Context: an optimization exercise on an open-source flow, tuned for small area, a short achievable clock period and few clock cycles. The choices shown serve that exercise and are no tape-out recipe. RTL that was checked went through simulation tests only; none was proved equivalent to the original. No functional check of the RTL was part of runs 2 to 5. Power and IR drop assume default switching activity.

## flow/design.v (module list and top-level ports; edited modules follow where they fit)
// module cmd_rx_check: 242 lines
// module crc32c_step: 1089 lines
// module x2: 3 lines
// module nor2_g: 3 lines
// module and2_g: 3 lines
// module and3_g: 3 lines
// module nand3_g: 3 lines
// module nand4_g: 3 lines
// module mux2_g: 3 lines
// module a21o_g: 3 lines
// module a31o_g: 3 lines
module cmd_rx_check (
    input  wire         clk,
    input  wire         rst,           
    input  wire         in_valid,
    output wire         in_ready,
    input  wire [63:0]  in_data,
    input  wire         in_last,
    input  wire [3:0]   in_nbytes,     
    output reg          out_valid,
    output wire [2:0]   out_kind,
    output wire [7:0]   out_status,
    output wire [127:0] out_hdr
);
  // ...
==> flow/flow/run.sh <==
#!/bin/bash
set -euo pipefail
MARGIN=$(cat flow/margin.txt)
bash standard.sh synth > synth.log 2>&1
bash standard.sh SETUP_SLACK_MARGIN=$MARGIN \
    "BUFFER_PORTS_ARGS=-buffer_cell sky130_fd_sc_hd__buf_2" finish > layout.log 2>&1
==> flow/flow/margin.txt <==
7.0
==> flow/standard.sh <==
#!/bin/bash
# synth_recipe.tcl (not shown) runs the flow's synth.tcl, then flattens the netlist and writes it again
# the make line also repeats each setting of config.mk as NAME=value (left out here)
make -C /OpenROAD-flow-scripts/flow DESIGN_CONFIG=/design/flow/config.mk WORK_HOME=/design/flow/orfs CLKGATE_MAP_FILE= SYNTH_SCRIPT=/design/flow/synth_recipe.tcl "${@:-finish}"
==> flow/config.mk <==
export PLATFORM = sky130hd
export DESIGN_NAME = cmd_rx_check
export DESIGN_NICKNAME = cmd_rx_check
export VERILOG_FILES = /design/flow/design.v
export SDC_FILE = /design/flow/constraint.sdc
export NUM_CORES = 4
export LEC_CHECK = 0
export CAP_MARGIN = 20
export CORE_MARGIN = 2
export CORE_UTILIZATION = 40
export PLACE_DENSITY = 0.6
export SLEW_MARGIN = 20
export SYNTH_HIERARCHICAL = 1
export SYNTH_MINIMUM_KEEP_SIZE = 0
==> flow/constraint.sdc <==
create_clock -name core_clock -period 11.0 [get_ports {clk}]
set_input_delay 2.2000 -clock core_clock [delete_from_list [all_inputs] [get_ports {clk}]]
set_output_delay 2.2000 -clock core_clock [all_outputs]
set_load 0.01 [all_outputs]
==> impl_metrics.ini, run 1 <==
[status]
outcome = finished clean

[yosys]
synth_top_family_by_area = XOR/XNOR gates
synth_cell_types = 73
synthSimpleGateAreaFrac = 0.135
yosys.area.top_type = edfxtp_1
synth_xor_area_frac = 0.282

[min_path]
whs_path_depth = 0
hold_start = ptab[31]

[placement]
post-dp-hpwl_mm = 44.5
place_inst = 2395

[power]
combPwrFrac = 0.651
largestPowerGroup = combinational logic
p_switching_w = 0.00387

[cells_and_area]
layout_commonest_cell = xor2_1
buf_share = 0.0550
reg_top3 = hdr (128), r_d (64)
most-common-layout-cells = xor2_1, buf_2, edfxtp_1
fin_nets = 1954
multi_input_comb_cells = 1227
clkbuf_count = 48
design_area_um2 = 21300

[sta]
fin_crit_ns = 3.92
clock.fmax_ghz = 0.255

[die]
die_area_um2 = 46100
design.core.area_um2 = 44000

[worst_setup_path]
required_ns = 11.22
crit_family = XOR/XNOR gates
cp_slowest_cell = dfxtp_1

[routing]
m1WireLength_mm = 24.3
wl_per_cell_um = 23.7

[clock_tree]
htreeDepth = 2
Testbench counts, summed over its fixed seeds: cycles 87,206.
==> module cmd_rx_check, before the edit <==
module cmd_rx_check (
    input  wire         clk,
    input  wire         rst,           
    input  wire         in_valid,
    output wire         in_ready,
    input  wire [63:0]  in_data,
    input  wire         in_last,
    input  wire [3:0]   in_nbytes,     
    output reg          out_valid,
    output wire [2:0]   out_kind,
    output wire [7:0]   out_status,
    output wire [127:0] out_hdr
);
    localparam [2:0] K_ACCEPT     = 3'd0;
    localparam [2:0] K_RETRANSMIT = 3'd1;
    localparam [2:0] K_REPLY      = 3'd2;
    localparam [2:0] K_EVENT      = 3'd3;
    localparam [2:0] K_DISCARD    = 3'd4;
    localparam [2:0] K_DROP       = 3'd5;
    assign in_ready = 1'b1;
    function [31:0] residue(input [2:0] nm1);    
        case (nm1)
            3'd0:    residue = 32'h552E4907;
            3'd1:    residue = 32'h1C220F94;
            3'd2:    residue = 32'h441A975C;
            3'd3:    residue = 32'h73D74D75;
            3'd4:    residue = 32'h44C19592;
            3'd5:    residue = 32'hA8D58375;
            3'd6:    residue = 32'hBA8D89CA;
            default: residue = 32'hB798B438;
        endcase
    endfunction
    reg         r_v;
    reg         r_last;
    reg [2:0]   r_nm1;         
    reg [63:0]  r_d;
    integer k;
    reg [63:0] in_mask;
    always @(*) begin
        for (k = 0; k < 8; k = k + 1)
            in_mask[8*k +: 8] = (!in_last || k < in_nbytes) ? 8'hFF : 8'h00;
    end
    always @(posedge clk) begin
        if (rst)
            r_v <= 1'b0;
        else
            r_v <= in_valid;
    end
    always @(posedge clk) begin
        r_last <= in_last;
        r_nm1  <= in_nbytes[2:0] - 3'd1;
        r_d    <= in_data & in_mask;
    end
    reg [31:0]  crc;           
    reg [9:0]   bidx;          
    reg [127:0] hdr;           
    wire [31:0] crc_e;
    crc32c_step u_crc (.d(r_d), .s(crc), .k(r_last ? residue(r_nm1) : 32'd0),
                       .e(crc_e));
    wire [15:0] z1;
    wire [3:0]  z2;
    wire [1:0]  z3;
    genvar gi;
    generate
        for (gi = 0; gi < 16; gi = gi + 1) begin : g_z1
            nor2_g u (.a(crc_e[2*gi]), .b(crc_e[2*gi+1]), .y(z1[gi]));
        end
        for (gi = 0; gi < 4; gi = gi + 1) begin : g_z2
            nand4_g u (.a(z1[4*gi]), .b(z1[4*gi+1]), .c(z1[4*gi+2]), .d(z1[4*gi+3]),
                       .y(z2[gi]));
        end
        for (gi = 0; gi < 2; gi = gi + 1) begin : g_z3
            nor2_g u (.a(z2[2*gi]), .b(z2[2*gi+1]), .y(z3[gi]));
        end
    endgenerate
    wire crc_ok;
    and2_g u_ok (.a(z3[0]), .b(z3[1]), .y(crc_ok));
    wire b0   = (bidx == 10'd0);
    wire b1   = (bidx == 10'd1);
    wire last = r_v && r_last;
    wire [9:0] bidx_d = !r_v ? bidx :
                        r_last ? 10'd0 :
                        (bidx[9] && bidx[1]) ? bidx : bidx + 10'd1;
    always @(posedge clk) begin
        if (rst) begin
            crc  <= 32'hFFFFFFFF;
        end else if (r_v) begin
            if (r_last)
                crc  <= 32'hFFFFFFFF;
            else
                crc  <= crc_e;
        end
    end
    always @(posedge clk) begin
        if (rst)
            bidx <= 10'd0;
        else
            bidx <= bidx_d;
    end
    wire [7:0]  h_version = hdr[7:0];
    wire [15:0] h_seq     = hdr[31:16];
    wire [15:0] h_length  = hdr[47:32];
    wire [7:0]  h_flags   = hdr[55:48];
    wire        h_posted  = h_flags[1];
    wire        short   = (bidx < 10'd2) || (bidx == 10'd2 && r_nm1 < 3'd3);
    wire        long    = bidx[9] && (bidx[1] || bidx[0] || r_nm1[2]);
    wire        drop    = short || long;
    reg         have_expected;
    reg [15:0]  expected;
    reg [5:0]   count;         
    reg [31:0]  ptab;
    wire [9:0]  hh     = h_seq[15:6];
    wire [9:0]  eh     = expected[15:6];
    wire        borrow = (expected[5:0] < h_seq[5:0]);
    reg  [9:0]  hh_c;          
    integer j;
    always @(*) begin
        hh_c[0] = 1'b1;
        for (j = 1; j < 10; j = j + 1)
            hh_c[j] = hh_c[j - 1] && hh[j - 1];
    end
    wire        hi_eq  = (eh == hh);
    wire        hi_eq1 = ((eh ^ hh) == hh_c);      
    wire [15:0] len19  = h_length + 16'd19;      
    reg         q_lenle;       
    reg         q_lenbeat;     
    reg [2:0]   q_lenlo;       
    reg         q_badver;      
    reg         q_seqeq;       
    reg         q_bhz;         
    reg [5:0]   q_back;        
    always @(posedge clk) begin
        q_lenle   <= (h_length <= 16'd4080);
        q_lenbeat <= ({6'd0, bidx_d} == {3'd0, len19[15:3]});
        q_lenlo   <= len19[2:0];
        q_badver  <= (h_version != 8'h02);
        q_seqeq   <= (h_seq == expected);
        q_bhz     <= borrow ? hi_eq1 : hi_eq;
        q_back    <= expected[5:0] - h_seq[5:0];
    end
    wire len_ok     = q_lenle && q_lenbeat && (r_nm1 == q_lenlo);
    wire seq_exp    = !have_expected || q_seqeq;
    wire in_history = q_bhz && (q_back <= count);
    wire hist_post  = ptab[q_back[4:0]];
    reg [2:0] kind_g;                 
    reg       st1_g, st0_g, st3_g, reply_g;
    always @(*) begin
        st1_g = 1'b0; st0_g = 1'b0; st3_g = 1'b0; reply_g = 1'b0;
        if (drop) begin
            kind_g = K_DROP;
        end else if (!len_ok) begin
            kind_g = K_REPLY; st1_g = 1'b1; reply_g = 1'b1;
        end else if (q_badver) begin
            kind_g = K_REPLY; st1_g = 1'b1; st0_g = 1'b1; reply_g = 1'b1;
        end else if (seq_exp) begin
            kind_g = K_ACCEPT;
        end else if (in_history) begin
            kind_g = hist_post ? K_DISCARD : K_RETRANSMIT;
        end else begin
            kind_g = h_posted ? K_EVENT : K_REPLY; st3_g = 1'b1; reply_g = 1'b1;
        end
    end
    wire [2:0] kind_b = drop ? K_DROP : K_REPLY;
    wire [2:0] kind;
    wire       st1, st0, st3;
    mux2_g u_k0 (.a(kind_b[0]), .b(kind_g[0]), .s(crc_ok), .y(kind[0]));
    mux2_g u_k1 (.a(kind_b[1]), .b(kind_g[1]), .s(crc_ok), .y(kind[1]));
    mux2_g u_k2 (.a(kind_b[2]), .b(kind_g[2]), .s(crc_ok), .y(kind[2]));
    mux2_g u_s1 (.a(!drop),     .b(st1_g),     .s(crc_ok), .y(st1));
    and3_g u_s0 (.a(z3[0]), .b(z3[1]), .c(st0_g), .y(st0));
    and3_g u_s3 (.a(z3[0]), .b(z3[1]), .c(st3_g), .y(st3));
    wire st1_r;
    nand3_g u_s1r (.a(z3[0]), .b(z3[1]), .c(!st1_g), .y(st1_r));
    wire rq = last && !drop;
    wire rp = last && reply_g;
    wire ps = last && st3_g;
    wire cap_lo = r_v && b0;
    wire cap_hi = r_v && (b0 || b1);
    wire en_lo, en_par, nok_np;
    nand3_g u_nok (.a(z3[0]), .b(z3[1]), .c(!rp), .y(nok_np));
    a21o_g  u_enlo (.a1(rq), .a2(nok_np), .b1(cap_lo), .x(en_lo));
    a31o_g  u_enpar (.a1(z3[0]), .a2(z3[1]), .a3(ps), .b1(cap_hi), .x(en_par));
    reg [2:0] v_kind;
    reg       v_st1, v_st0, v_st3;    
    always @(posedge clk) begin
        if (rst)
            out_valid <= 1'b0;
        else
            out_valid <= last;
    end
    always @(posedge clk) begin
        v_kind <= kind;
        v_st1  <= st1;
        v_st0  <= st0;
        v_st3  <= st3;
    end
    wire [63:0] beat_hi = b1 ? r_d : 64'd0;
    always @(posedge clk) begin
        if (en_lo) begin
            hdr[7:0]   <= cap_lo ? r_d[7:0] : 8'h02;
            hdr[47:32] <= cap_lo ? r_d[47:32] : 16'd0;
            hdr[49]    <= cap_lo && r_d[49];
            hdr[55:52] <= cap_lo ? r_d[55:52] : 4'b0100;
            hdr[63:56] <= cap_lo ? r_d[63:56] : {4'd0, st3, 1'b0, st1_r, st0};
        end
        if (cap_lo) begin
            hdr[31:8]  <= r_d[31:8];
            hdr[48]    <= r_d[48];
            hdr[51:50] <= r_d[51:50];
        end
        if (cap_hi)
            hdr[95:64] <= beat_hi[31:0];
        if (en_par)
            hdr[127:96] <= cap_hi ? beat_hi[63:32] : {16'd0, expected};
    end
    wire accept = out_valid && (v_kind == K_ACCEPT);
    reg [15:0] seq_c;              
    always @(*) begin
        seq_c[0] = 1'b1;
        for (j = 1; j < 16; j = j + 1)
            seq_c[j] = seq_c[j - 1] && h_seq[j - 1];
    end
    always @(posedge clk) begin
        if (rst) begin
            have_expected <= 1'b0;
            expected      <= 16'd0;
            count         <= 6'd0;
        end else if (accept) begin
            have_expected <= 1'b1;
            expected      <= h_seq ^ seq_c;
            if (!count[5])
                count <= count + 6'd1;
        end
    end
    always @(posedge clk) begin
        if (accept)
            ptab <= {ptab[30:1], h_posted, ptab[31]};
    end
    assign out_kind   = v_kind;
    assign out_status = {4'd0, v_st3, 1'b0, v_st1, v_st0};
    assign out_hdr    = hdr;
endmodule
==> run 2: changes to the inputs <==
--- a/flow/design.v
+++ b/flow/design.v
@@ -53,13 +53,11 @@
     end
     reg [31:0]  crc;           
     reg [9:0]   bidx;          
-    reg [127:0] hdr;           
     wire [31:0] crc_e;
     crc32c_step u_crc (.d(r_d), .s(crc), .k(r_last ? residue(r_nm1) : 32'd0),
                        .e(crc_e));
     wire [15:0] z1;
     wire [3:0]  z2;
-    wire [1:0]  z3;
     genvar gi;
     generate
         for (gi = 0; gi < 16; gi = gi + 1) begin : g_z1
@@ -69,12 +67,7 @@
             nand4_g u (.a(z1[4*gi]), .b(z1[4*gi+1]), .c(z1[4*gi+2]), .d(z1[4*gi+3]),
                        .y(z2[gi]));
         end
-        for (gi = 0; gi < 2; gi = gi + 1) begin : g_z3
-            nor2_g u (.a(z2[2*gi]), .b(z2[2*gi+1]), .y(z3[gi]));
-        end
     endgenerate
-    wire crc_ok;
-    and2_g u_ok (.a(z3[0]), .b(z3[1]), .y(crc_ok));
     wire b0   = (bidx == 10'd0);
     wire b1   = (bidx == 10'd1);
     wire last = r_v && r_last;
@@ -97,96 +90,113 @@
         else
             bidx <= bidx_d;
     end
+    wire short = (bidx < 10'd2) || (bidx == 10'd2 && r_nm1 < 3'd3);
+    wire long  = bidx[9] && (bidx[1] || bidx[0] || r_nm1[2]);
+    reg [63:0]  r2_d;
+    reg         r2_lo;         
+    reg         r2_hi;         
+    reg         r2_b1;         
+    reg [127:0] hdr;           
+    always @(posedge clk) begin
+        r2_d <= r_d;
+        if (rst) begin
+            r2_lo <= 1'b0;
+            r2_hi <= 1'b0;
+        end else begin
+            r2_lo <= r_v && b0;
+            r2_hi <= r_v && (b0 || b1);
+        end
+        r2_b1 <= b1;
+    end
     wire [7:0]  h_version = hdr[7:0];
     wire [15:0] h_seq     = hdr[31:16];
     wire [15:0] h_length  = hdr[47:32];
     wire [7:0]  h_flags   = hdr[55:48];
     wire        h_posted  = h_flags[1];
-    wire        short   = (bidx < 10'd2) || (bidx == 10'd2 && r_nm1 < 3'd3);
-    wire        long    = bidx[9] && (bidx[1] || bidx[0] || r_nm1[2]);
-    wire        drop    = short || long;
     reg         have_expected;
     reg [15:0]  expected;
     reg [5:0]   count;         
     reg [31:0]  ptab;
+    wire [9:0]  lh     = h_length[12:3];
+    wire [2:0]  ll     = h_length[2:0];
+    wire        lc     = (ll >= 3'd5);
+    wire [9:0]  tgt;
+    wire [9:0]  tgt_c;
+    assign tgt_c[0] = 1'b0;
+    assign tgt_c[1] = lh[0] && lc;
+    assign tgt_c[2] = lh[1] || tgt_c[1];
+    generate
+        for (gi = 3; gi < 10; gi = gi + 1) begin : g_tgt
+            assign tgt_c[gi] = tgt_c[2] && (&lh[gi - 1:2]);
+        end
+    endgenerate
+    assign tgt = lh ^ tgt_c ^ {8'd0, 1'b1, lc};
+    wire len_ok = (h_length <= 16'd4080) && (bidx == tgt) &&
+                  (r_nm1 == ll + 3'd3);
     wire [9:0]  hh     = h_seq[15:6];
     wire [9:0]  eh     = expected[15:6];
     wire        borrow = (expected[5:0] < h_seq[5:0]);
-    reg  [9:0]  hh_c;          
-    integer j;
-    always @(*) begin
-        hh_c[0] = 1'b1;
-        for (j = 1; j < 10; j = j + 1)
-            hh_c[j] = hh_c[j - 1] && hh[j - 1];
-    end
+    wire [9:0]  hh_c;          
+    assign hh_c[0] = 1'b1;
+    generate
+        for (gi = 1; gi < 10; gi = gi + 1) begin : g_hhc
+            assign hh_c[gi] = &hh[gi - 1:0];
+        end
+    endgenerate
     wire        hi_eq  = (eh == hh);
     wire        hi_eq1 = ((eh ^ hh) == hh_c);      
-    wire [15:0] len19  = h_length + 16'd19;      
-    reg         q_lenle;       
-    reg         q_lenbeat;     
-    reg [2:0]   q_lenlo;       
+    reg         v_last;        
+    reg         v_drop;        
+    reg         v_lenok;       
+    reg [3:0]   v_z2;          
     reg         q_badver;      
     reg         q_seqeq;       
     reg         q_bhz;         
     reg [5:0]   q_back;        
     always @(posedge clk) begin
-        q_lenle   <= (h_length <= 16'd4080);
-        q_lenbeat <= ({6'd0, bidx_d} == {3'd0, len19[15:3]});
-        q_lenlo   <= len19[2:0];
-        q_badver  <= (h_version != 8'h02);
-        q_seqeq   <= (h_seq == expected);
-        q_bhz     <= borrow ? hi_eq1 : hi_eq;
-        q_back    <= expected[5:0] - h_seq[5:0];
+        if (rst)
+            v_last <= 1'b0;
+        else
+            v_last <= last;
+        v_drop   <= short || long;
+        v_lenok  <= len_ok;
+        v_z2     <= z2;
+        q_badver <= (h_version != 8'h02);
+        q_seqeq  <= (h_seq == expected);
+        q_bhz    <= borrow ? hi_eq1 : hi_eq;
+        q_back   <= expected[5:0] - h_seq[5:0];
     end
-    wire len_ok     = q_lenle && q_lenbeat && (r_nm1 == q_lenlo);
+    wire crc_ok     = (v_z2 == 4'd0);
     wire seq_exp    = !have_expected || q_seqeq;
     wire in_history = q_bhz && (q_back <= count);
     wire hist_post  = ptab[q_back[4:0]];
-    reg [2:0] kind_g;                 
-    reg       st1_g, st0_g, st3_g, reply_g;
+    reg [2:0] kind;
+    reg       st1, st0, st3, reply;
     always @(*) begin
-        st1_g = 1'b0; st0_g = 1'b0; st3_g = 1'b0; reply_g = 1'b0;
-        if (drop) begin
-            kind_g = K_DROP;
-        end else if (!len_ok) begin
-            kind_g = K_REPLY; st1_g = 1'b1; reply_g = 1'b1;
+        st1 = 1'b0; st0 = 1'b0; st3 = 1'b0; reply = 1'b0;
+        if (v_drop) begin
+            kind = K_DROP;
+        end else if (!(crc_ok && v_lenok)) begin
+            kind = K_REPLY; st1 = 1'b1; reply = 1'b1;
         end else if (q_badver) begin
-            kind_g = K_REPLY; st1_g = 1'b1; st0_g = 1'b1; reply_g = 1'b1;
+            kind = K_REPLY; st1 = 1'b1; st0 = 1'b1; reply = 1'b1;
         end else if (seq_exp) begin
-            kind_g = K_ACCEPT;
+            kind = K_ACCEPT;
         end else if (in_history) begin
-            kind_g = hist_post ? K_DISCARD : K_RETRANSMIT;
+            kind = hist_post ? K_DISCARD : K_RETRANSMIT;
         end else begin
-            kind_g = h_posted ? K_EVENT : K_REPLY; st3_g = 1'b1; reply_g = 1'b1;
+            kind = h_posted ? K_EVENT : K_REPLY; st3 = 1'b1; reply = 1'b1;
         end
     end
-    wire [2:0] kind_b = drop ? K_DROP : K_REPLY;
-    wire [2:0] kind;
-    wire       st1, st0, st3;
-    mux2_g u_k0 (.a(kind_b[0]), .b(kind_g[0]), .s(crc_ok), .y(kind[0]));
-    mux2_g u_k1 (.a(kind_b[1]), .b(kind_g[1]), .s(crc_ok), .y(kind[1]));
-    mux2_g u_k2 (.a(kind_b[2]), .b(kind_g[2]), .s(crc_ok), .y(kind[2]));
-    mux2_g u_s1 (.a(!drop),     .b(st1_g),     .s(crc_ok), .y(st1));
-    and3_g u_s0 (.a(z3[0]), .b(z3[1]), .c(st0_g), .y(st0));
-    and3_g u_s3 (.a(z3[0]), .b(z3[1]), .c(st3_g), .y(st3));
-    wire st1_r;
-    nand3_g u_s1r (.a(z3[0]), .b(z3[1]), .c(!st1_g), .y(st1_r));
-    wire rq = last && !drop;
-    wire rp = last && reply_g;
-    wire ps = last && st3_g;
-    wire cap_lo = r_v && b0;
-    wire cap_hi = r_v && (b0 || b1);
-    wire en_lo, en_par, nok_np;
-    nand3_g u_nok (.a(z3[0]), .b(z3[1]), .c(!rp), .y(nok_np));
-    a21o_g  u_enlo (.a1(rq), .a2(nok_np), .b1(cap_lo), .x(en_lo));
-    a31o_g  u_enpar (.a1(z3[0]), .a2(z3[1]), .a3(ps), .b1(cap_hi), .x(en_par));
+    wire reply_now = v_last && reply;
+    wire pexp_now  = v_last && st3;    
     reg [2:0] v_kind;
     reg       v_st1, v_st0, v_st3;    
     always @(posedge clk) begin
         if (rst)
             out_valid <= 1'b0;
         else
-            out_valid <= last;
+            out_valid <= v_last;
     end
     always @(posedge clk) begin
         v_kind <= kind;
@@ -194,32 +204,33 @@
         v_st0  <= st0;
         v_st3  <= st3;
     end
-    wire [63:0] beat_hi = b1 ? r_d : 64'd0;
+    wire [63:0] beat_hi = r2_b1 ? r2_d : 64'd0;
     always @(posedge clk) begin
-        if (en_lo) begin
-            hdr[7:0]   <= cap_lo ? r_d[7:0] : 8'h02;
-            hdr[47:32] <= cap_lo ? r_d[47:32] : 16'd0;
-            hdr[49]    <= cap_lo && r_d[49];
-            hdr[55:52] <= cap_lo ? r_d[55:52] : 4'b0100;
-            hdr[63:56] <= cap_lo ? r_d[63:56] : {4'd0, st3, 1'b0, st1_r, st0};
+        if (r2_lo || reply_now) begin
+            hdr[7:0]   <= r2_lo ? r2_d[7:0] : 8'h02;
+            hdr[47:32] <= r2_lo ? r2_d[47:32] : 16'd0;
+            hdr[49]    <= r2_lo && r2_d[49];
+            hdr[55:52] <= r2_lo ? r2_d[55:52] : 4'b0100;
+            hdr[63:56] <= r2_lo ? r2_d[63:56] : {4'd0, st3, 1'b0, st1, st0};
         end
-        if (cap_lo) begin
-            hdr[31:8]  <= r_d[31:8];
-            hdr[48]    <= r_d[48];
-            hdr[51:50] <= r_d[51:50];
+        if (r2_lo) begin
+            hdr[31:8]  <= r2_d[31:8];
+            hdr[48]    <= r2_d[48];
+            hdr[51:50] <= r2_d[51:50];
         end
-        if (cap_hi)
+        if (r2_hi)
             hdr[95:64] <= beat_hi[31:0];
-        if (en_par)
-            hdr[127:96] <= cap_hi ? beat_hi[63:32] : {16'd0, expected};
+        if (r2_hi || pexp_now)
+            hdr[127:96] <= r2_hi ? beat_hi[63:32] : {16'd0, expected};
     end
     wire accept = out_valid && (v_kind == K_ACCEPT);
-    reg [15:0] seq_c;              
-    always @(*) begin
-        seq_c[0] = 1'b1;
-        for (j = 1; j < 16; j = j + 1)
-            seq_c[j] = seq_c[j - 1] && h_seq[j - 1];
-    end
+    wire [15:0] seq_c;             
+    assign seq_c[0] = 1'b1;
+    generate
+        for (gi = 1; gi < 16; gi = gi + 1) begin : g_seqc
+            assign seq_c[gi] = &h_seq[gi - 1:0];
+        end
+    endgenerate
     always @(posedge clk) begin
         if (rst) begin
             have_expected <= 1'b0;
@@ -1335,24 +1346,6 @@
 module nor2_g (input wire a, input wire b, output wire y);
     assign y = !(a || b);
 endmodule
-module and2_g (input wire a, input wire b, output wire y);
-    assign y = a && b;
-endmodule
-module and3_g (input wire a, input wire b, input wire c, output wire y);
-    assign y = a && b && c;
-endmodule
-module nand3_g (input wire a, input wire b, input wire c, output wire y);
-    assign y = !(a && b && c);
-endmodule
 module nand4_g (input wire a, input wire b, input wire c, input wire d, output wire y);
     assign y = !(a && b && c && d);
 endmodule
-module mux2_g (input wire a, input wire b, input wire s, output wire y);
-    assign y = s ? b : a;
-endmodule
-module a21o_g (input wire a1, input wire a2, input wire b1, output wire x);
-    assign x = (a1 && a2) || b1;
-endmodule
-module a31o_g (input wire a1, input wire a2, input wire a3, input wire b1, output wire x);
-    assign x = (a1 && a2 && a3) || b1;
-endmodule
==> flow/flow/margin.txt (replaced) <==
7.2
==> impl_metrics.ini, run 2 <==
[min_path]
min_path_type = flop to flop
hold_start = r_d[2]

[sta]
clock.fmax_ghz = 0.269
tightest_slew_ns = 1.16
skew_ns = 0.0212
slew_headroom = 0.226
finalMaxSlewViolations = 0
setup_viol = 0
period_share = 0.338
fin_crit_ns = 3.71
finalHoldViolCount = 0
layout_setup_ws_ns = 7.29
finalSetupTns_ns = 0
rsz0062_at_grt = no

[global_route]
grt_overflow = 0
grt_max_degree = 70
grt_pass1_wl_mm = 82.8
grtUsageTotal = 0.227
grt_pass1_vias = 12700
antenna_found_initial = 0

[cells_and_area]
reg_top3 = hdr (128), r2_d (64), r_d (64)
layout-drive-gt1-share = 0.163
design_area_um2 = 21700
area_delta_synth_final_pct = 14.7
most-common-layout-cells = xor2_1, dfxtp_1, buf_2
top_register = hdr
layout_commonest_cell = xor2_1
fin_nets = 1987
largest_reg_flops = 128
final_cells = 2526
nFillCells = 4321

[placement]
place_ws_ns = 7.11
place_inst = 2446
routabilityCongestion = 0.982
placed_cell_area_um2 = 20300
portBuffers = 206
post-dp-hpwl_mm = 43.8

[power]
p_per_area_nw_per_um2 = 280
ir_drop_mv = 0.147
leakage_nw = 9.09

[worst_setup_path]
startpoint_type = flop
cp-end-kind = flop
slowest_delay_ns = 0.75
rrSetupSlack_ns = 7.29
path_max_fanout = 5
crit_chain = xor2_1 > xor2_1 > xor2_1 > xor2_1 > xor2_1 > xor2_1 > nor2_1 > nand4_1
cp_common_cell = xor2_1
cp_slowest_cell = xor2_1
startpoint = r_d[46]
reg2reg_from = r_d[46]
required_ns = 11.32
arrival_ns = 4.03
worstSetupPathType = flop to flop

[routing]
drtAntennaViolNets = 0
route.detailed.drc = 0
drt-vias-per-instance = 4.95
drtIter0Drc = 869
wl_per_cell_um = 22.4
via_count = 12500
first_pass_iters = 4
drt-total-wl_mm = 56.6

[clock_tree]
root_buffer = clkbuf_16
ctsResizeCount = 0
path_clk_slew_ns = 0.06
cts_buffers = 42
cts_sinks = 384
cts_buffer_depth = 3
htreeDepth = 2
clk_latency_ns = 0.56
cts_setup_buffers = 0
postCtsHoldBufs = 0
cts_tree = built

[yosys]
syn_inst = 1700
ys_seq_area_frac = 0.492
yosysTopAreaCellShare = 0.255
yosys.area.top_type = xor2_1
async_reset_ff_frac = 0
synth-edff-count = 160
ys_seq_elements = 384
synth_ff_type = dfxtp_1
synth_cell_types = 53
synthTopCellsByCount = xor2_1, dfxtp_1, edfxtp_1
avgSynthCellArea_um2 = 11.1
synth_area_um2 = 18900
yosys_warnings = 7
ys_top_cells_by_area = xor2_1, edfxtp_1, dfxtp_1
yosysMostFrequentCell = xor2_1

[status]
outcome = finished clean

[die]
die_area_um2 = 48900
design.core.area_um2 = 46600
die_y_um = 221
ioPinCount = 213
die_x_um = 221
num_rows = 79
start_util = 0.405

[job]
maxCapViolations = 0
==> run 2: cell count changes after synthesis, moves of 8 or more <==
cell,previous run,this run
a21oi_1,38,30
and2_1,82,103
and3_1,38,23
clkbuf_1,28,42
dfxtp_1,155,224
mux2i_1,8,32
nand2_1,101,78
nand2b_1,40,8
nor2_1,67,84
o21ai_2,8,0
o22ai_1,36,2
xor2_1,541,549
==> run 2: cells by family after synthesis <==
logic type / share of synthesized area
adder cells (fa/ha/maj): 0.0207
multiplexers: 0.0319
AND/OR/NAND/NOR: 0.115
buffers and inverters: 0.0360
flip-flops: 0.492
other: 0.000398
XOR/XNOR: 0.271
AO/OA/AOI/OAI: 0.0327
==> run 2: power breakdown <==
part | internal, W | leakage (nW) | switching, W
Combinational | 0.00108 | 5.04 | 0.00204
Clock | 0.000746 | 0.634 | 0.000560
Sequential | 0.00156 | 3.41 | 0.0000809
==> run 2: modules after synthesis, one instance, submodules excluded <==
module	flops+latches	copies in the design	cells inside	area, um2
cmd_rx_check	384	1	1123	14000
crc32c_step	0	1	32	240
x2	0	525	1	8.76
nand4_g	0	4	1	6.26
nor2_g	0	16	1	3.75
==> run 2: worst paths after layout <==
kind	endpoint	cells after the start
worst min register to register	r2_d[2]	0
worst max register to register	v_z2[0]	8
worst max-delay path	v_z2[0]	8
worst min-delay path	r2_d[2]	0
==> run 2: worst max-delay path: cells and delay by family, from the launching register on <==
kind / cells / cell delay [ns]
simple gates: 2 / 0.46
xor+xnor: 6 / 2.53
flops: 1 / 0.47
==> run 2: layer usage <==
layer  track usage  share of wire  wire length, um  up-vias
li1              -              -                -     5924
met1         0.304           0.45            25200     6135
met2         0.376           0.48            26900      361
met3        0.0376          0.052             2940       79
met4        0.0680          0.026             1470        0
met5             0              0                0        -
==> run 2: per-stage QoR <==
stage	utilization	total power, W	hold slack, ns
after floorplan	-	0.00463	0.349
after global placement	0.437	0.00473	0.355
after detailed placement	0.437	0.00473	0.362
after CTS	0.465	0.00606	0.370
after global routing	0.465	0.00640	0.370
final	0.465	0.00607	0.366
==> run 2: cell type report <==
cell class | instances | area, um2 | share of cell area
well taps | 607 | 759 | 0.0351
multi-input cells | 1183 | 8940 | 0.413
clock buffers | 57 | 1170 | 0.0539
repair buffers | 228 | 1210 | 0.0557
diodes | 1 | 2.50 | 0.000116
inverters | 46 | 173 | 0.00797
clock inverters | 20 | 116 | 0.00537
flip-flops and latches | 384 | 9290 | 0.429
==> run 3: changes to the inputs <==
==> flow/flow/margin.txt (replaced) <==
7.5
==> impl_metrics.ini, run 3 <==
[status]
outcome = finished clean

[cells_and_area]
most-common-layout-cells = xor2_1, dfxtp_1, buf_2
fin_nets = 2002
area_delta_synth_final_pct = 15.8
layout_commonest_cell = xor2_1
top_register = hdr
final_cells = 2541
reg_top3 = hdr (128), r2_d (64), r_d (64)
layout-drive-gt1-share = 0.175
largest_reg_flops = 128

[yosys]
synth_area_um2 = 18900
synthTopCellsByCount = xor2_1, dfxtp_1, edfxtp_1
async_reset_ff_frac = 0
ys_top_cells_by_area = xor2_1, edfxtp_1, dfxtp_1
yosys_warnings = 7
yosys.area.top_type = xor2_1
avgSynthCellArea_um2 = 11.1
synth_cell_types = 53
synth_ff_type = dfxtp_1
yosysTopAreaCellShare = 0.255
syn_inst = 1700
yosysMostFrequentCell = xor2_1
ys_seq_area_frac = 0.492
ys_seq_elements = 384
synth-edff-count = 160

[global_route]
antenna_found_initial = 0
grt_overflow = 0
use_met1 = 0.303
grtUsageTotal = 0.227
grt_max_degree = 70
grt_pass1_wl_mm = 83.0
grtUsageMet3 = 0.0392
grt_pass1_vias = 12700
grt_busiest_layer = met2
grtUsageMet2 = 0.375

[routing]
wl_per_cell_um = 22.4
drtIter0Drc = 919
drt-total-wl_mm = 56.8
first_pass_iters = 5
drt-vias-per-instance = 4.95
drtAntennaViolNets = 0
via_count = 12600
route.detailed.drc = 0

[placement]
place_inst = 2446
routabilityCongestion = 0.982
portBuffers = 206
post-dp-hpwl_mm = 43.8

[sta]
finalHoldViolCount = 0
period_share = 0.316
slew_headroom = 0.333
finalMaxSlewViolations = 0
skew_ns = 0.0223
clock.fmax_ghz = 0.288
fin_crit_ns = 3.48
setup_viol = 0
tightest_slew_ns = 0.998
rsz0062_at_grt = yes
finalSetupTns_ns = 0

[clock_tree]
clk_latency_ns = 0.57
root_buffer = clkbuf_16
cts_sinks = 384
htreeDepth = 2
path_clk_slew_ns = 0.06
postCtsHoldBufs = 0
cts_buffers = 42
cts_buffer_depth = 3
cts_tree = built

[worst_setup_path]
startpoint = hdr[49]
worstSetupPathType = flop to output port
arrival_ns = 1.28
worst-path-buf-inv = 1
cp_slowest_cell = edfxtp_1
startpoint_type = flop
cp-end-kind = output port
slowest_delay_ns = 0.52
reg2reg_from = r_d[58]
crit_family = flip-flops
required_ns = 8.80
path_max_fanout = 2
crit_chain = buf_2

[power]
p_int_w = 0.00339
combPwrFrac = 0.515
leakage_nw = 9.18
ir_drop_mv = 0.149
p_per_area_nw_per_um2 = 278
p_switching_w = 0.00269
power_frac_seq = 0.271
p_clk_frac = 0.215
swShare = 0.442

[die]
design.core.area_um2 = 46600
num_rows = 79
die_y_um = 221
start_util = 0.405
ioPinCount = 213
die_area_um2 = 48900
die_x_um = 221

[min_path]
min_path_type = flop to flop
hold_start = r_d[2]

[job]
maxCapViolations = 0
[run 3: area by class of cell]
| type | count | area, um2 |
|---|---|---|
| timing repair buffer | 243 | 1320 |
| inverter | 46 | 173 |
| clock inverter | 20 | 116 |
| clock buffer | 57 | 1170 |
| multi-input combinational | 1183 | 9030 |
| antenna | 1 | 2.50 |
| fill | 4300 | 24700 |
| sequential | 384 | 9290 |
| tap | 607 | 759 |
[run 3: timing repair]
action	CTS	global route
buffers inserted	8	7
setup endpoints to repair	10	9
gates resized for setup	4	8
[run 3: final timing paths]
check / to / slack [ns] / cells past startpoint
setup / recovery: out_hdr[49] / 7.52 / 1
hold / removal: r2_d[2] / 0.37 / 0
setup reg to reg: v_z2[0] / 7.52 / 8
hold reg to reg: r2_d[2] / 0.37 / 0
[run 3: cell families (layout without fill, tap and decap cells)]
logic type / Yosys count / count (layout) / share of synthesized area
compound gates: 100 / 100 / 0.0327
xor+xnor: 585 / 585 / 0.271
fa+ha+maj: 30 / 30 / 0.0207
buf+inv: 137 / 366 / 0.0360
flops: 384 / 384 / 0.492
mux: 47 / 47 / 0.0319
other cells: 2 / 7 / 0.000398
simple gates: 415 / 415 / 0.115
[run 3: per-stage QoR]
stage          hold WS [ns]  power (W)  utilization  worst slack, ns  instance area [um2]
6_report              0.367    0.00608        0.470             7.52                21900
5_1_grt               0.370    0.00641        0.469             7.42                21900
4_1_cts               0.370    0.00607        0.467             7.48                21700
3_5_place_dp          0.362    0.00473        0.437             7.11                20300
3_3_place_gp          0.355    0.00473        0.437             7.24                20300
2_1_floorplan         0.349    0.00463            -             7.80                18900
[run 3: power by group through the flow]
stage	Clock (W)	Combinational, W	Sequential, W
floorplan	0	0.00299	0.00164
global placement	0	0.00306	0.00167
detailed placement	0	0.00305	0.00168
CTS	0.00134	0.00308	0.00164
global route	0.00140	0.00336	0.00165
finish	0.00131	0.00313	0.00165
[run 3: modules after synthesis (local to each module, per instance)]
| module | area, um2 | flip-flops and latches |
|---|---|---|
| nor2_g | 3.75 | 0 |
| crc32c_step | 240 | 0 |
| cmd_rx_check | 14000 | 384 |
| nand4_g | 6.26 | 0 |
| x2 | 8.76 | 0 |
[run 3: per-layer routing]
layer,share of wire,up-vias,wire (um)
met5,0,-,0
met4,0.029,0,1660
met3,0.054,84,3050
met2,0.47,387,26900
met1,0.44,6168,25200
li1,-,5946,-
==> run 4: changes to the inputs <==
==> flow/flow/margin.txt (replaced) <==
7.8
==> impl_metrics.ini, run 4 <==
[status]
outcome = finished clean

[placement]
placed_cell_area_um2 = 20300
post-dp-hpwl_mm = 43.8
portBuffers = 206
routabilityCongestion = 0.982

[cells_and_area]
largest_reg_flops = 128
layout-drive-gt1-share = 0.219
design_area_um2 = 22600
fin_util = 0.485
area_delta_synth_final_pct = 19.7
layout_commonest_cell = xor2_1
most-common-layout-cells = xor2_1, dfxtp_1, buf_2
fin_nets = 2032
top_register = hdr
reg_top3 = hdr (128), r2_d (64), r_d (64)

[min_path]
min_path_type = flop to flop
hold_start = r_d[2]

[yosys]
synth.area.mux_share = 0.0319
synth_xor_area_frac = 0.271
synth_compound_area_frac = 0.0327
ys_seq_elements = 384
yosysMostFrequentCell = xor2_1
ys_top_cells_by_area = xor2_1, edfxtp_1, dfxtp_1
yosys.area.top_type = xor2_1
synth_area_um2 = 18900
ys_seq_area_frac = 0.492
yosysTopAreaCellShare = 0.255
avgSynthCellArea_um2 = 11.1
async_reset_ff_frac = 0
synthSimpleGateAreaFrac = 0.115
synth_ff_type = dfxtp_1
yosys_warnings = 7
synth_top_family_by_area = XOR/XNOR gates
syn_inst = 1700
synth_fa_ha_area_frac = 0.0207
synth_cell_types = 53
synthTopCellsByCount = xor2_1, dfxtp_1, edfxtp_1
synth-edff-count = 160

[die]
die_area_um2 = 48900
design.core.area_um2 = 46600
die_y_um = 221
die_x_um = 221
start_util = 0.405
ioPinCount = 213
num_rows = 79

[sta]
finalSetupTns_ns = 0
fin_crit_ns = 3.48
rsz0062_at_grt = yes
period_share = 0.317
tightest_slew_ns = 0.994
slew_headroom = 0.335
finalHoldViolCount = 0
finalMaxSlewViolations = 0
fin_hold_ws_ns = 0.367
clock.fmax_ghz = 0.287
setup_viol = 0
skew_ns = 0.0213

[routing]
via_count = 12700
first_pass_iters = 5
drtAntennaViolNets = 0
drtIter0Drc = 897
route.detailed.drc = 0
drt-vias-per-instance = 4.95
wl_per_cell_um = 22.4
drt-total-wl_mm = 57.7

[clock_tree]
root_buffer = clkbuf_16
path_clk_slew_ns = 0.06
cts_sinks = 384
cts_buffer_depth = 3
cts_tree = built
cts_buffers = 42
clk_latency_ns = 0.57
htreeDepth = 2

[worst_setup_path]
startpoint = hdr[49]
cp-end-kind = output port
crit_family = flip-flops
required_ns = 8.80
cp_slowest_cell = edfxtp_1
worstSetupPathType = flop to output port
arrival_ns = 1.28
crit_chain = buf_2
worst-path-buf-inv = 1
slowest_delay_ns = 0.52
reg2reg_from = r_d[20]
startpoint_type = flop
path_max_fanout = 2

[global_route]
antenna_found_initial = 0
grt_pass1_wl_mm = 83.6
grt_pass1_vias = 12900
grt_overflow = 0
grt_max_degree = 70
grtUsageTotal = 0.229

[power]
p_per_area_nw_per_um2 = 272
leakage_nw = 9.42
ir_drop_mv = 0.152

[job]
maxCapViolations = 0
[run 4: changes by cell type in the layout (fill, tap and decap cells not counted), sizes merged]
cell	change
a21oi	+1
buf	+30
clkbuf	-1
[run 4: timing repair]
| item | in CTS | in global routing |
|---|---|---|
| setup endpoints to repair | 203 | 195 |
| pin swaps | 0 | 0 |
| hold buffers | 0 | 0 |
| setup buffers | 30 | 16 |
| gates resized for setup | 54 | 39 |
| cloned | 0 | 1 |
[run 4: kinds of logic after synthesis]
| family | count (synthesis) |
|---|---|
| other | 2 |
| adders and majority gates | 30 |
| muxes | 47 |
| AOI/OAI and AO/OA | 100 |
| DFF | 384 |
| xor gates and xnor gates | 585 |
| and+or+nand+nor | 415 |
| buffers and inverters | 137 |
[run 4: path summary, 6_finish.rpt]
kind | endpoint | slack [ns] | cells after the start
worst max-delay path | out_hdr[49] | 7.52 | 1
worst min-delay path | r2_d[2] | 0.37 | 0
worst max register to register | crc[18] | 7.80 | 8
worst min register to register | r2_d[2] | 0.37 | 0
[run 4: metal layers]
layer / track usage / vias up / share of wire
met5: 0 / - / 0
met4: 0.0719 / 0 / 0.029
met3: 0.0402 / 95 / 0.053
met2: 0.380 / 393 / 0.48
met1: 0.306 / 6279 / 0.44
li1: - / 5967 / -
[run 4: area by class of cell]
cell class	instances	area, um2
well taps	607	759
repair buffers	272	1580
clock inverters	20	116
clock buffers	57	1170
multi-input cells	1184	9490
fillers	4245	24000
flip-flops and latches	384	9320
inverters	46	173
diodes	1	2.50
[run 4: stage by stage]
stage                     worst slack (ns)  std cells  power, W
final                                 7.52       2571   0.00615
after global placement                7.24       2446   0.00473
after CTS                             7.48       2553   0.00610
after global routing                  7.49       2570   0.00647
after detailed placement              7.11       2446   0.00473
after floorplan                       7.80       1704   0.00463
[run 4: Yosys stat by module, one instance, submodules excluded]
module | cells | cell area, um2 | flops+latches
nand4_g | 1 | 6.26 | 0
x2 | 1 | 8.76 | 0
cmd_rx_check | 1123 | 14000 | 384
crc32c_step | 32 | 240 | 0
nor2_g | 1 | 3.75 | 0
[run 4: power breakdown]
group / total (W) / leakage (nW) / internal (W) / switching [W]
clock: 0.00131 / 0.634 / 0.000746 / 0.000560
combinational: 0.00319 / 5.37 / 0.00111 / 0.00208
sequential: 0.00165 / 3.41 / 0.00157 / 0.0000892
total: 0.00615 / 9.42 / 0.00342 / 0.00272
==> run 5: changes to the inputs <==
--- a/flow/design.v
+++ b/flow/design.v
@@ -205,24 +205,40 @@
         v_st3  <= st3;
     end
     wire [63:0] beat_hi = r2_b1 ? r2_d : 64'd0;
-    always @(posedge clk) begin
-        if (r2_lo || reply_now) begin
-            hdr[7:0]   <= r2_lo ? r2_d[7:0] : 8'h02;
-            hdr[47:32] <= r2_lo ? r2_d[47:32] : 16'd0;
-            hdr[49]    <= r2_lo && r2_d[49];
-            hdr[55:52] <= r2_lo ? r2_d[55:52] : 4'b0100;
-            hdr[63:56] <= r2_lo ? r2_d[63:56] : {4'd0, st3, 1'b0, st1, st0};
-        end
-        if (r2_lo) begin
-            hdr[31:8]  <= r2_d[31:8];
-            hdr[48]    <= r2_d[48];
-            hdr[51:50] <= r2_d[51:50];
-        end
-        if (r2_hi)
-            hdr[95:64] <= beat_hi[31:0];
-        if (r2_hi || pexp_now)
-            hdr[127:96] <= r2_hi ? beat_hi[63:32] : {16'd0, expected};
+    reg [127:0] hdr_n;
+    reg [127:0] hdr_en;
+    always @(*) begin
+        hdr_n[7:0]     = r2_lo ? r2_d[7:0] : 8'h02;
+        hdr_n[47:32]   = r2_lo ? r2_d[47:32] : 16'd0;
+        hdr_n[49]      = r2_lo && r2_d[49];
+        hdr_n[55:52]   = r2_lo ? r2_d[55:52] : 4'b0100;
+        hdr_n[63:56]   = r2_lo ? r2_d[63:56] : {4'd0, st3, 1'b0, st1, st0};
+        hdr_en[7:0]    = {8{r2_lo || reply_now}};
+        hdr_en[47:32]  = {16{r2_lo || reply_now}};
+        hdr_en[49]     = r2_lo || reply_now;
+        hdr_en[55:52]  = {4{r2_lo || reply_now}};
+        hdr_en[63:56]  = {8{r2_lo || reply_now}};
+        hdr_n[31:8]    = r2_d[31:8];
+        hdr_n[48]      = r2_d[48];
+        hdr_n[51:50]   = r2_d[51:50];
+        hdr_en[31:8]   = {24{r2_lo}};
+        hdr_en[48]     = r2_lo;
+        hdr_en[51:50]  = {2{r2_lo}};
+        hdr_n[95:64]   = beat_hi[31:0];
+        hdr_en[95:64]  = {32{r2_hi}};
+        hdr_n[127:96]  = r2_hi ? beat_hi[63:32] : {16'd0, expected};
+        hdr_en[127:96] = {32{r2_hi || pexp_now}};
     end
+    wire [127:0] hdr_d;
+    wire [127:0] hdr_hold = ~hdr_en;
+    generate
+        for (gi = 0; gi < 128; gi = gi + 1) begin : g_hdr
+            a22o_g u (.a1(hdr_en[gi]), .a2(hdr_n[gi]), .b1(hdr_hold[gi]), .b2(hdr[gi]),
+                      .x(hdr_d[gi]));
+        end
+    endgenerate
+    always @(posedge clk)
+        hdr <= hdr_d;
     wire accept = out_valid && (v_kind == K_ACCEPT);
     wire [15:0] seq_c;             
     assign seq_c[0] = 1'b1;
@@ -1349,3 +1365,6 @@
 module nand4_g (input wire a, input wire b, input wire c, input wire d, output wire y);
     assign y = !(a && b && c && d);
 endmodule
+module a22o_g (input wire a1, input wire a2, input wire b1, input wire b2, output wire x);
+    assign x = (a1 && a2) || (b1 && b2);
+endmodule
==> flow/flow/margin.txt (replaced) <==
7.5
==> impl_metrics.ini, run 5 <==
[die]
die_y_um = 221
ioPinCount = 213
design.core.area_um2 = 46500
start_util = 0.405
die_area_um2 = 48800
num_rows = 79
die_x_um = 221

[yosys]
async_reset_ff_frac = 0
synth_area_um2 = 18800
synth_cell_types = 63
syn_inst = 1839
ys_seq_area_frac = 0.426
ys_top_cells_by_area = dfxtp_1, xor2_1, a22o_1
yosys_warnings = 7
yosysTopAreaCellShare = 0.375
synth_ff_type = dfxtp_1
synth-edff-count = 32
avgSynthCellArea_um2 = 10.2
yosysMostFrequentCell = xor2_1
ys_seq_elements = 384
yosys.area.top_type = dfxtp_1
synthTopCellsByCount = xor2_1, dfxtp_1, a22o_1

[clock_tree]
root_buffer = clkbuf_16
cts_buffer_depth = 3
cts_buffers = 42
htreeDepth = 2
postCtsHoldBufs = 0
cts_sinks = 384
cts_setup_buffers = 0
clk_latency_ns = 0.58
cts_tree = built
path_clk_slew_ns = 0.06

[worst_setup_path]
worst-path-buf-inv = 1
cp-end-kind = output port
regToRegEndpoint = v_z2[0]
worstSetupPathType = flop to output port
r2r_cells = 8
startpoint_type = flop
cp_num_cells = 1
crit_family = flip-flops
rrSetupSlack_ns = 7.55
required_ns = 8.80
reg2reg_from = r_d[58]
cp_slowest_cell = dfxtp_2
crit_chain = buf_2
slowest_delay_ns = 0.49
arrival_ns = 1.26
path_max_fanout = 10

[status]
outcome = finished clean

[global_route]
grt_pass1_vias = 13800
grt_pass1_wl_mm = 88.5
antenna_found_initial = 2
grt_max_degree = 62
grt_overflow = 0
grtUsageTotal = 0.242

[cells_and_area]
most-common-layout-cells = xor2_1, dfxtp_1, buf_2
nFillCells = 4454
reg_top3 = hdr (128), r2_d (64), r_d (64)
layout_commonest_cell = xor2_1
fin_nets = 2127
largest_reg_flops = 128
area_delta_synth_final_pct = 15.6
top_register = hdr
seq_area_um2 = 8030
fin_util = 0.468
layout-drive-gt1-share = 0.167
multi_input_area_um2 = 10200

[routing]
first_pass_iters = 5
drtAntennaViolNets = 0
wl_per_cell_um = 22.9
via_count = 13700
drt-vias-per-instance = 5.15
route.detailed.drc = 0
drtIter0Drc = 1169
drt-total-wl_mm = 60.8

[power]
swShare = 0.446
leakage_nw = 9.60
power_frac_seq = 0.265
combPwrFrac = 0.516
ir_drop_mv = 0.165
p_switching_w = 0.00282
p_int_w = 0.00350
p_per_area_nw_per_um2 = 290
p_clk_frac = 0.220

[sta]
rsz0062_at_grt = no
tightest_slew_ns = 1.02
finalSetupTns_ns = 0
fin_crit_ns = 3.46
skew_ns = 0.0274
finalMaxSlewViolations = 0
period_share = 0.314
finalHoldViolCount = 0
setup_viol = 0
clock.fmax_ghz = 0.289
slew_headroom = 0.320

[min_path]
min_path_type = flop to flop
whs_endpoint = r2_d[0]
hold_start = r_d[0]
whs_path_depth = 0

[placement]
post-dp-hpwl_mm = 46.0
routabilityCongestion = 1.04
portBuffers = 206

[job]
maxCapViolations = 0
[run 5: changes by cell type in the layout (fill, tap and decap cells not counted), moves of 9 or more]
cell / delta
dfxtp_1: +130
xor2_4: -9
xor2_1: +48
o21ai_0: -10
buf_4: -44
a22o_1: +135
xor2_2: -37
edfxtp_1: -128
mux2i_1: +9
[run 5: cell type report]
class,instances,share of cell area
Sequential cell,384,0.369
Timing Repair Buffer,228,0.0550
Inverter,43,0.00742
Tap cell,607,0.0349
Multi-Input combinational cell,1325,0.471
Clock buffer,61,0.0572
Antenna cell,1,0.000115
Clock inverter,12,0.00547
[run 5: kinds of logic after synthesis]
family                   after synthesis  share of synthesized area
AND/OR/NAND/NOR                      420                      0.119
flip-flops                           384                      0.426
adder cells (fa/ha/maj)               31                     0.0214
XOR/XNOR                             584                      0.272
other                                  2                   0.000399
AO/OA/AOI/OAI                        236                     0.0986
buffers and inverters                134                     0.0365
multiplexers                          48                     0.0272
[run 5: stage by stage]
stage               power (W)  hold WS, ns  setup slack, ns  cell area [um2]  cells
finish                0.00631        0.364             7.54            21700   2661
global route          0.00665        0.372             7.51            21700   2661
CTS                   0.00631        0.366             7.50            21700   2660
detailed placement    0.00488        0.359             7.08            20300   2587
global placement      0.00490        0.354             7.17            20300   2587
floorplan             0.00476        0.349             7.79            18800   1843
[run 5: per-module statistics from Yosys (local to each module, per instance)]
module | flops+latches | cell area, um2 | cells inside | times used
a22o_g | 0 | 8.76 | 1 | 128
cmd_rx_check | 384 | 12800 | 1134 | 1
crc32c_step | 0 | 240 | 32 | 1
nand4_g | 0 | 6.26 | 1 | 4
nor2_g | 0 | 3.75 | 1 | 16
x2 | 0 | 8.76 | 1 | 525
[run 5: worst register-to-register path, stage by stage (launching register included)]
cell	delay, ns
dfxtp_1	0.74
xor2_1	0.61
xor2_2	0.42
xor2_1	0.54
xor2_1	0.22
xor2_1	0.36
xor2_1	0.17
nor2_1	0.17
nand4_1	0.11
[run 5: power by group through the flow]
stage | logic, W | registers [W] | clock network (W)
finish | 0.00325 | 0.00167 | 0.00139
global placement | 0.00321 | 0.00170 | 0
detailed placement | 0.00319 | 0.00170 | 0
floorplan | 0.00312 | 0.00164 | 0
global route | 0.00348 | 0.00168 | 0.00148
CTS | 0.00322 | 0.00167 | 0.00142
[run 5: worst max-delay path by stage]
stage                       end    startpoint
floorplan                hdr[0]     q_back[0]
global placement         r_d[4]  in_nbytes[3]
detailed placement       r_d[5]  in_nbytes[3]
CTS                 out_hdr[22]       hdr[22]
global route        out_hdr[18]       hdr[18]
finish              out_hdr[28]       hdr[28]
[run 5: what timing repair did]
item                                    CTS  global route
pin swaps                                 0             0
gates resized for setup                  15            10
endpoints found under the setup margin   32            23
cloned                                    0             0
[run 5: metal layers]
metal / wire length [um] / global-route usage / vias up / share of wire
met5: 9 / 0 / - / 0.00015
met4: 2170 / 0.0974 / 2 / 0.036
met3: 2810 / 0.0365 / 115 / 0.046
met2: 29400 / 0.407 / 380 / 0.48
met1: 26400 / 0.311 / 6719 / 0.43
li1: - / - / 6490 / -
==> run 6: changes to the inputs <==
--- a/flow/design.v
+++ b/flow/design.v
@@ -204,37 +204,41 @@
         v_st0  <= st0;
         v_st3  <= st3;
     end
-    wire [63:0] beat_hi = r2_b1 ? r2_d : 64'd0;
-    reg [127:0] hdr_n;
-    reg [127:0] hdr_en;
+    wire cap_lo   = r2_lo;
+    wire cap_hi   = r2_hi && r2_b1;
+    wire hold_cap = !r2_lo;                  
+    wire hold_lo  = !(r2_lo || reply_now);   
+    wire hold_adr = !r2_hi;                  
+    wire hold_par = !(r2_hi || pexp_now);    
+    reg [127:0] h_cap, h_hold, h_rep;
     always @(*) begin
-        hdr_n[7:0]     = r2_lo ? r2_d[7:0] : 8'h02;
-        hdr_n[47:32]   = r2_lo ? r2_d[47:32] : 16'd0;
-        hdr_n[49]      = r2_lo && r2_d[49];
-        hdr_n[55:52]   = r2_lo ? r2_d[55:52] : 4'b0100;
-        hdr_n[63:56]   = r2_lo ? r2_d[63:56] : {4'd0, st3, 1'b0, st1, st0};
-        hdr_en[7:0]    = {8{r2_lo || reply_now}};
-        hdr_en[47:32]  = {16{r2_lo || reply_now}};
-        hdr_en[49]     = r2_lo || reply_now;
-        hdr_en[55:52]  = {4{r2_lo || reply_now}};
-        hdr_en[63:56]  = {8{r2_lo || reply_now}};
-        hdr_n[31:8]    = r2_d[31:8];
-        hdr_n[48]      = r2_d[48];
-        hdr_n[51:50]   = r2_d[51:50];
-        hdr_en[31:8]   = {24{r2_lo}};
-        hdr_en[48]     = r2_lo;
-        hdr_en[51:50]  = {2{r2_lo}};
-        hdr_n[95:64]   = beat_hi[31:0];
-        hdr_en[95:64]  = {32{r2_hi}};
-        hdr_n[127:96]  = r2_hi ? beat_hi[63:32] : {16'd0, expected};
-        hdr_en[127:96] = {32{r2_hi || pexp_now}};
+        h_cap[63:0]    = {64{cap_lo}};
+        h_cap[127:64]  = {64{cap_hi}};
+        h_hold         = {128{hold_lo}};
+        h_hold[31:8]   = {24{hold_cap}};
+        h_hold[48]     = hold_cap;
+        h_hold[51:50]  = {2{hold_cap}};
+        h_hold[95:64]  = {32{hold_adr}};
+        h_hold[127:96] = {32{hold_par}};
+        h_rep          = 128'd0;
+        h_rep[1]       = reply_now;                
+        h_rep[54]      = reply_now;                
+        h_rep[56]      = reply_now && st0;         
+        h_rep[57]      = reply_now && st1;
+        h_rep[59]      = reply_now && st3;
+        h_rep[111:96]  = {16{pexp_now}} & expected;
     end
     wire [127:0] hdr_d;
-    wire [127:0] hdr_hold = ~hdr_en;
     generate
         for (gi = 0; gi < 128; gi = gi + 1) begin : g_hdr
-            a22o_g u (.a1(hdr_en[gi]), .a2(hdr_n[gi]), .b1(hdr_hold[gi]), .b2(hdr[gi]),
-                      .x(hdr_d[gi]));
+            if (gi == 1 || gi == 54 || gi == 56 || gi == 57 || gi == 59 ||
+                (gi >= 96 && gi < 112)) begin : g_rep
+                a221o_g u (.a1(h_cap[gi]), .a2(r2_d[gi % 64]), .b1(h_hold[gi]),
+                           .b2(hdr[gi]), .c1(h_rep[gi]), .x(hdr_d[gi]));
+            end else begin : g_norep
+                a22o_g u (.a1(h_cap[gi]), .a2(r2_d[gi % 64]), .b1(h_hold[gi]),
+                          .b2(hdr[gi]), .x(hdr_d[gi]));
+            end
         end
     endgenerate
     always @(posedge clk)
@@ -1365,6 +1369,10 @@
 module nand4_g (input wire a, input wire b, input wire c, input wire d, output wire y);
     assign y = !(a && b && c && d);
 endmodule
+module a221o_g (input wire a1, input wire a2, input wire b1, input wire b2, input wire c1,
+                output wire x);
+    assign x = (a1 && a2) || (b1 && b2) || c1;
+endmodule
 module a22o_g (input wire a1, input wire a2, input wire b1, input wire b2, output wire x);
     assign x = (a1 && a2) || (b1 && b2);
 endmodule
==> impl_metrics.ini, run 6 <==
[worst_setup_path]
path_max_fanout = 5
slowest_delay_ns = 0.48
rrSetupSlack_ns = 7.63
r2r_cells = 9
crit_family = flip-flops
worstSetupPathType = flop to output port
arrival_ns = 1.26
regToRegEndpoint = v_z2[1]
reg2reg_from = r_d[31]
cp-end-kind = output port
required_ns = 8.80
crit_chain = buf_2
cp_slowest_cell = dfxtp_1
worst-path-buf-inv = 1
startpoint_type = flop

[clock_tree]
path_clk_slew_ns = 0.06
clk_latency_ns = 0.58
cts_buffer_depth = 3
root_buffer = clkbuf_16
cts_tree = built
postCtsHoldBufs = 0
htreeDepth = 2
cts_sinks = 384
cts_buffers = 42

[min_path]
min_path_type = flop to flop
whs_endpoint = r2_d[4]
whs_path_depth = 0
hold_start = r_d[4]

[power]
leakage_nw = 9.30
ir_drop_mv = 0.150
p_per_area_nw_per_um2 = 306
p_clk_frac = 0.221
p_int_w = 0.00360
fin_total_pwr_w = 0.00650
swShare = 0.446
p_switching_w = 0.00290
combPwrFrac = 0.515
power_frac_seq = 0.264

[sta]
fin_crit_ns = 3.46
finalHoldViolCount = 0
skew_ns = 0.0222
clock.fmax_ghz = 0.289
layout_setup_ws_ns = 7.54
setup_viol = 0
tightest_slew_ns = 0.976
period_share = 0.315
finalMaxSlewViolations = 0
slew_headroom = 0.347
rsz0062_at_grt = no
finalSetupTns_ns = 0

[die]
die_x_um = 218
num_rows = 78
die_area_um2 = 47400
ioPinCount = 213
start_util = 0.404
die_y_um = 218
design.core.area_um2 = 45300

[yosys]
yosys.area.top_type = dfxtp_1
async_reset_ff_frac = 0
ys_top_cells_by_area = dfxtp_1, xor2_1, edfxtp_1
yosysMostFrequentCell = xor2_1
syn_inst = 1741
ys_seq_elements = 384
synth_cell_types = 67
yosys_warnings = 7
avgSynthCellArea_um2 = 10.5
synth_ff_type = dfxtp_1
synth_area_um2 = 18300
ys_seq_area_frac = 0.438
yosysTopAreaCellShare = 0.386
synthTopCellsByCount = xor2_1, dfxtp_1, a22o_1
synth-edff-count = 32

[global_route]
antenna_found_initial = 1
grtUsageTotal = 0.247
grt_pass1_vias = 13200
grt_overflow = 0
grt_pass1_wl_mm = 86.4
grt_max_degree = 65

[cells_and_area]
top_register = hdr
most-common-layout-cells = xor2_1, dfxtp_1, buf_2
fin_nets = 2041
reg_top3 = hdr (128), r2_d (64), r_d (64)
layout_commonest_cell = xor2_1
area_delta_synth_final_pct = 16.3
layout-drive-gt1-share = 0.173
largest_reg_flops = 128
design_area_um2 = 21300

[placement]
place_ws_ns = 7.25
post-dp-hpwl_mm = 45.9
placed_cell_area_um2 = 19800
routabilityCongestion = 1.00
portBuffers = 206

[routing]
drt-vias-per-instance = 5.14
route.detailed.drc = 0
first_pass_iters = 5
drtIter0Drc = 962
drt-total-wl_mm = 59.5
wl_per_cell_um = 23.1
via_count = 13200
drtAntennaViolNets = 0

[status]
outcome = finished clean

[job]
maxCapViolations = 0
-- run 6: cell types whose count changed after synthesis, sizes merged, moves of 4 or more --
cell    previous run  this run
nor3              14        20
clkbuf            35        25
a21oi             30        25
nand3b             1         5
and3              27         6
nand2             81        67
nand2b             8         3
a221o              0        21
a22o             135       107
nor4               6        10
and2             102        54
inv               40        35
nor2              81        85
-- run 6: Yosys stat by module, one instance, submodules excluded --
module        cells inside  flip-flops and latches  cell area (um2)  times used
a22o_g                   1                       0             8.76         107
x2                       1                       0             8.76         525
nor2_g                   1                       0             3.75          16
crc32c_step             32                       0              240           1
a221o_g                  1                       0             10.0          21
cmd_rx_check          1036                     384            12200           1
nand4_g                  1                       0             6.26           4
-- run 6: logic make-up after synthesis --
| logic type | synth area share |
|---|---|
| AND/OR/NAND/NOR | 0.103 |
| other | 0.000411 |
| adder cells (fa/ha/maj) | 0.0214 |
| buffers and inverters | 0.0349 |
| AO/OA/AOI/OAI | 0.0967 |
| flip-flops | 0.438 |
| XOR/XNOR | 0.278 |
| multiplexers | 0.0272 |
-- run 6: final cells by class --
cell class                 count  area (um2)
antenna                        1        2.50
inverter                      36         135
multi-input combinational   1242        9680
clock buffer                  58        1240
timing repair buffer         233        1230
clock inverter                19         181
sequential                   384        8030
tap                          600         751
fill                        4284       24000
-- run 6: per-layer routing --
layer / part of all wire / global-route usage / up-vias
li1: - / - / 6263
met1: 0.43 / 0.318 / 6427
met2: 0.48 / 0.417 / 431
met3: 0.051 / 0.0332 / 105
met4: 0.037 / 0.0989 / 0
met5: 0 / 0 / -
-- run 6: power by group through the flow --
stage	combinational [W]	sequential (W)	clock [W]
2_1_floorplan	0.00315	0.00169	0
3_3_place_gp	0.00330	0.00174	0
3_5_place_dp	0.00329	0.00174	0
4_1_cts	0.00331	0.00171	0.00147
5_1_grt	0.00359	0.00173	0.00152
6_report	0.00335	0.00171	0.00144
-- run 6: through the flow --
step	util	hold slack, ns	cells
final	0.470	0.362	2573
after global routing	0.470	0.376	2573
after CTS	0.469	0.364	2571
after detailed placement	0.437	0.356	2494
after global placement	0.437	0.356	2494
after floorplan	-	0.349	1745
-- run 6: worst max-delay path by stage --
| stage | from | endpoint | slack (ns) | cells past startpoint |
|---|---|---|---|---|
| finish | hdr[19] | out_hdr[19] | 7.54 | 1 |
| global route | hdr[19] | out_hdr[19] | 7.50 | 1 |
| CTS | hdr[28] | out_hdr[28] | 7.46 | 1 |
| detailed placement | in_nbytes[3] | r_d[17] | 7.25 | 4 |
| global placement | in_nbytes[3] | r_d[17] | 7.30 | 4 |
| floorplan | in_nbytes[0] | r_d[0] | 7.80 | 5 |
-- run 6: timing repair --
item | 4_1_cts | 5_1_grt
setup endpoints to repair | 12 | 21
resized for setup | 13 | 6
pin swaps | 0 | 1
setup buffers | 0 | 1
gates cloned | 0 | 0
Testbench counts of run 6, summed over its fixed seeds: cycles 87,214.
==> run 7: changes to the inputs <==
--- a/flow/config.mk
+++ b/flow/config.mk
@@ -8,6 +8,8 @@
 export CAP_MARGIN = 20
 export CORE_MARGIN = 2
 export CORE_UTILIZATION = 40
+export CTS_CLUSTER_DIAMETER = 120
+export CTS_CLUSTER_SIZE = 25
 export PLACE_DENSITY = 0.6
 export SLEW_MARGIN = 20
 export SYNTH_HIERARCHICAL = 1
==> impl_metrics.ini, run 7 <==
[worst_setup_path]
path_max_fanout = 5
rrSetupSlack_ns = 7.64
crit_chain = buf_2
arrival_ns = 1.27
cp-end-kind = output port
r2r_cells = 9
worstSetupPathType = flop to output port
regToRegEndpoint = v_z2[1]
slowest_delay_ns = 0.50
worst-path-buf-inv = 1
cp_slowest_cell = dfxtp_1

[yosys]
ys_top_cells_by_area = dfxtp_1, xor2_1, edfxtp_1
avgSynthCellArea_um2 = 10.5
ys_seq_elements = 384
yosys_warnings = 7
yosys.area.top_type = dfxtp_1
synth_ff_type = dfxtp_1
yosysMostFrequentCell = xor2_1
syn_inst = 1741
synth_area_um2 = 18300
yosysTopAreaCellShare = 0.386
synth-edff-count = 32

[routing]
first_pass_iters = 7
drtIter0Drc = 1100
via_count = 12900
drt-total-wl_mm = 58.5
route.detailed.drc = 0
wl_per_cell_um = 23.2
drt-vias-per-instance = 5.13

[die]
num_rows = 78
ioPinCount = 213
die_y_um = 218
die_x_um = 218
design.core.area_um2 = 45300
die_area_um2 = 47400

[min_path]
hold_start = r_d[4]
whs_path_depth = 0
whs_endpoint = r2_d[4]
min_path_type = flop to flop

[cells_and_area]
diodes = 0
layout-drive-gt1-share = 0.153
largest_reg_flops = 128
fin_nets = 2018
area_delta_synth_final_pct = 11.4
reg_top3 = hdr (128), r2_d (64), r_d (64)

[sta]
rsz0062_at_grt = no
finalSetupTns_ns = 0
finalHoldViolCount = 0
clock.fmax_ghz = 0.289
setup_viol = 0
fin_hold_ws_ns = 0.368
period_share = 0.315

[power]
p_per_area_nw_per_um2 = 285
ir_drop_mv = 0.153

[clock_tree]
clk_latency_ns = 0.56
cts_buffers = 19
postCtsHoldBufs = 0
cts_sinks = 384
cts_buffer_depth = 3
root_buffer = clkbuf_16
cts_tree = built
htreeDepth = 1

[status]
outcome = finished clean

[global_route]
grtUsageTotal = 0.243
grt_max_degree = 65
grt_overflow = 0
grt_pass1_vias = 12900
grt_pass1_wl_mm = 85.3

[job]
maxCapViolations = 0

[placement]
routabilityCongestion = 1.00
post-dp-hpwl_mm = 45.9
-- run 7: cell types whose count changed in the layout (fill, tap and decap cells not counted), sizes merged --
cell      previous run  this run
clkbuf              58        22
inv                 39        36
diode                1         0
clkinv              10         2
clkinvlp             4         1
bufinv               2         0
-- run 7: final cells by class --
| cell class | instances | area [um2] |
|---|---|---|
| Multi-Input combinational cell | 1242 | 9690 |
| Inverter | 36 | 135 |
| Timing Repair Buffer | 233 | 1230 |
| Fill cell | 4363 | 24900 |
| Clock inverter | 3 | 32.5 |
| Sequential cell | 384 | 8030 |
| Clock buffer | 22 | 487 |
| Tap cell | 600 | 751 |
-- run 7: cell families (layout without fill, tap and decap cells) --
kind of cell / after synthesis / after routing / synth area share
compound gates: 221 / 221 / 0.0967
xor+xnor: 581 / 581 / 0.278
fa+ha+maj: 30 / 30 / 0.0214
buf+inv: 119 / 294 / 0.0349
flops: 384 / 384 / 0.438
mux: 47 / 47 / 0.0272
other cells: 2 / 6 / 0.000411
simple gates: 357 / 357 / 0.103
-- run 7: metal layers --
layer  vias to the layer above  track usage  part of all wire  wire length (um)
met3                        95       0.0272             0.049              2860
met1                      6273        0.318              0.44             25500
met2                       375        0.412              0.48             27900
li1                       6179            -                 -                 -
met4                         0       0.0871             0.039              2300
met5                         -            0                 0                 0
-- run 7: metrics by stage --
| stage | power, W | area (um2) | cells | util | worst slack [ns] |
|---|---|---|---|---|---|
| 4_1_cts | 0.00581 | 20300 | 2519 | 0.449 | 7.46 |
| 3_3_place_gp | 0.00504 | 19800 | 2494 | 0.437 | 7.30 |
| 3_5_place_dp | 0.00503 | 19800 | 2494 | 0.437 | 7.25 |
| 2_1_floorplan | 0.00484 | 18300 | 1745 | - | 7.80 |
| 5_1_grt | 0.00616 | 20400 | 2520 | 0.450 | 7.50 |
| 6_report | 0.00581 | 20400 | 2520 | 0.450 | 7.53 |
-- run 7: power by group --
part	internal (W)	switching, W	total [W]
logic	0.00121	0.00212	0.00333
clock network	0.000321	0.000445	0.000766
registers	0.00155	0.000168	0.00171
total	0.00308	0.00273	0.00581
-- run 7: timing repair --
item                                   in CTS  in global routing
resized for setup                          11                  9
setup endpoints to repair                  10                 24
endpoints found under the hold margin       0                  0
setup buffers                               0                  1
pin swaps                                   0                  1
-- run 7: worst max path at each step --
stage | slack (ns) | to | cells past startpoint | startpoint
after global routing | 7.50 | out_hdr[19] | 1 | hdr[19]
final | 7.53 | out_hdr[19] | 1 | hdr[19]
after detailed placement | 7.25 | r_d[17] | 4 | in_nbytes[3]
after floorplan | 7.80 | r_d[0] | 5 | in_nbytes[0]
after global placement | 7.30 | r_d[17] | 4 | in_nbytes[3]
after CTS | 7.46 | out_hdr[28] | 1 | hdr[28]
-- run 7: per-module statistics from Yosys (local to each module, per instance) --
module / times used / cells / flip-flops and latches
a221o_g: 21 / 1 / 0
x2: 525 / 1 / 0
nand4_g: 4 / 1 / 0
crc32c_step: 1 / 32 / 0
a22o_g: 107 / 1 / 0
nor2_g: 16 / 1 / 0
cmd_rx_check: 1 / 1036 / 384

Setup slack of run 7, layout unchanged: 7.535 ns with ideal ports, 7.480 ns with driving cells assumed (clock clkbuf_16, inputs buf_2), 7.316 ns with port delays also shifted by the 0.597 ns mid clock arrival.
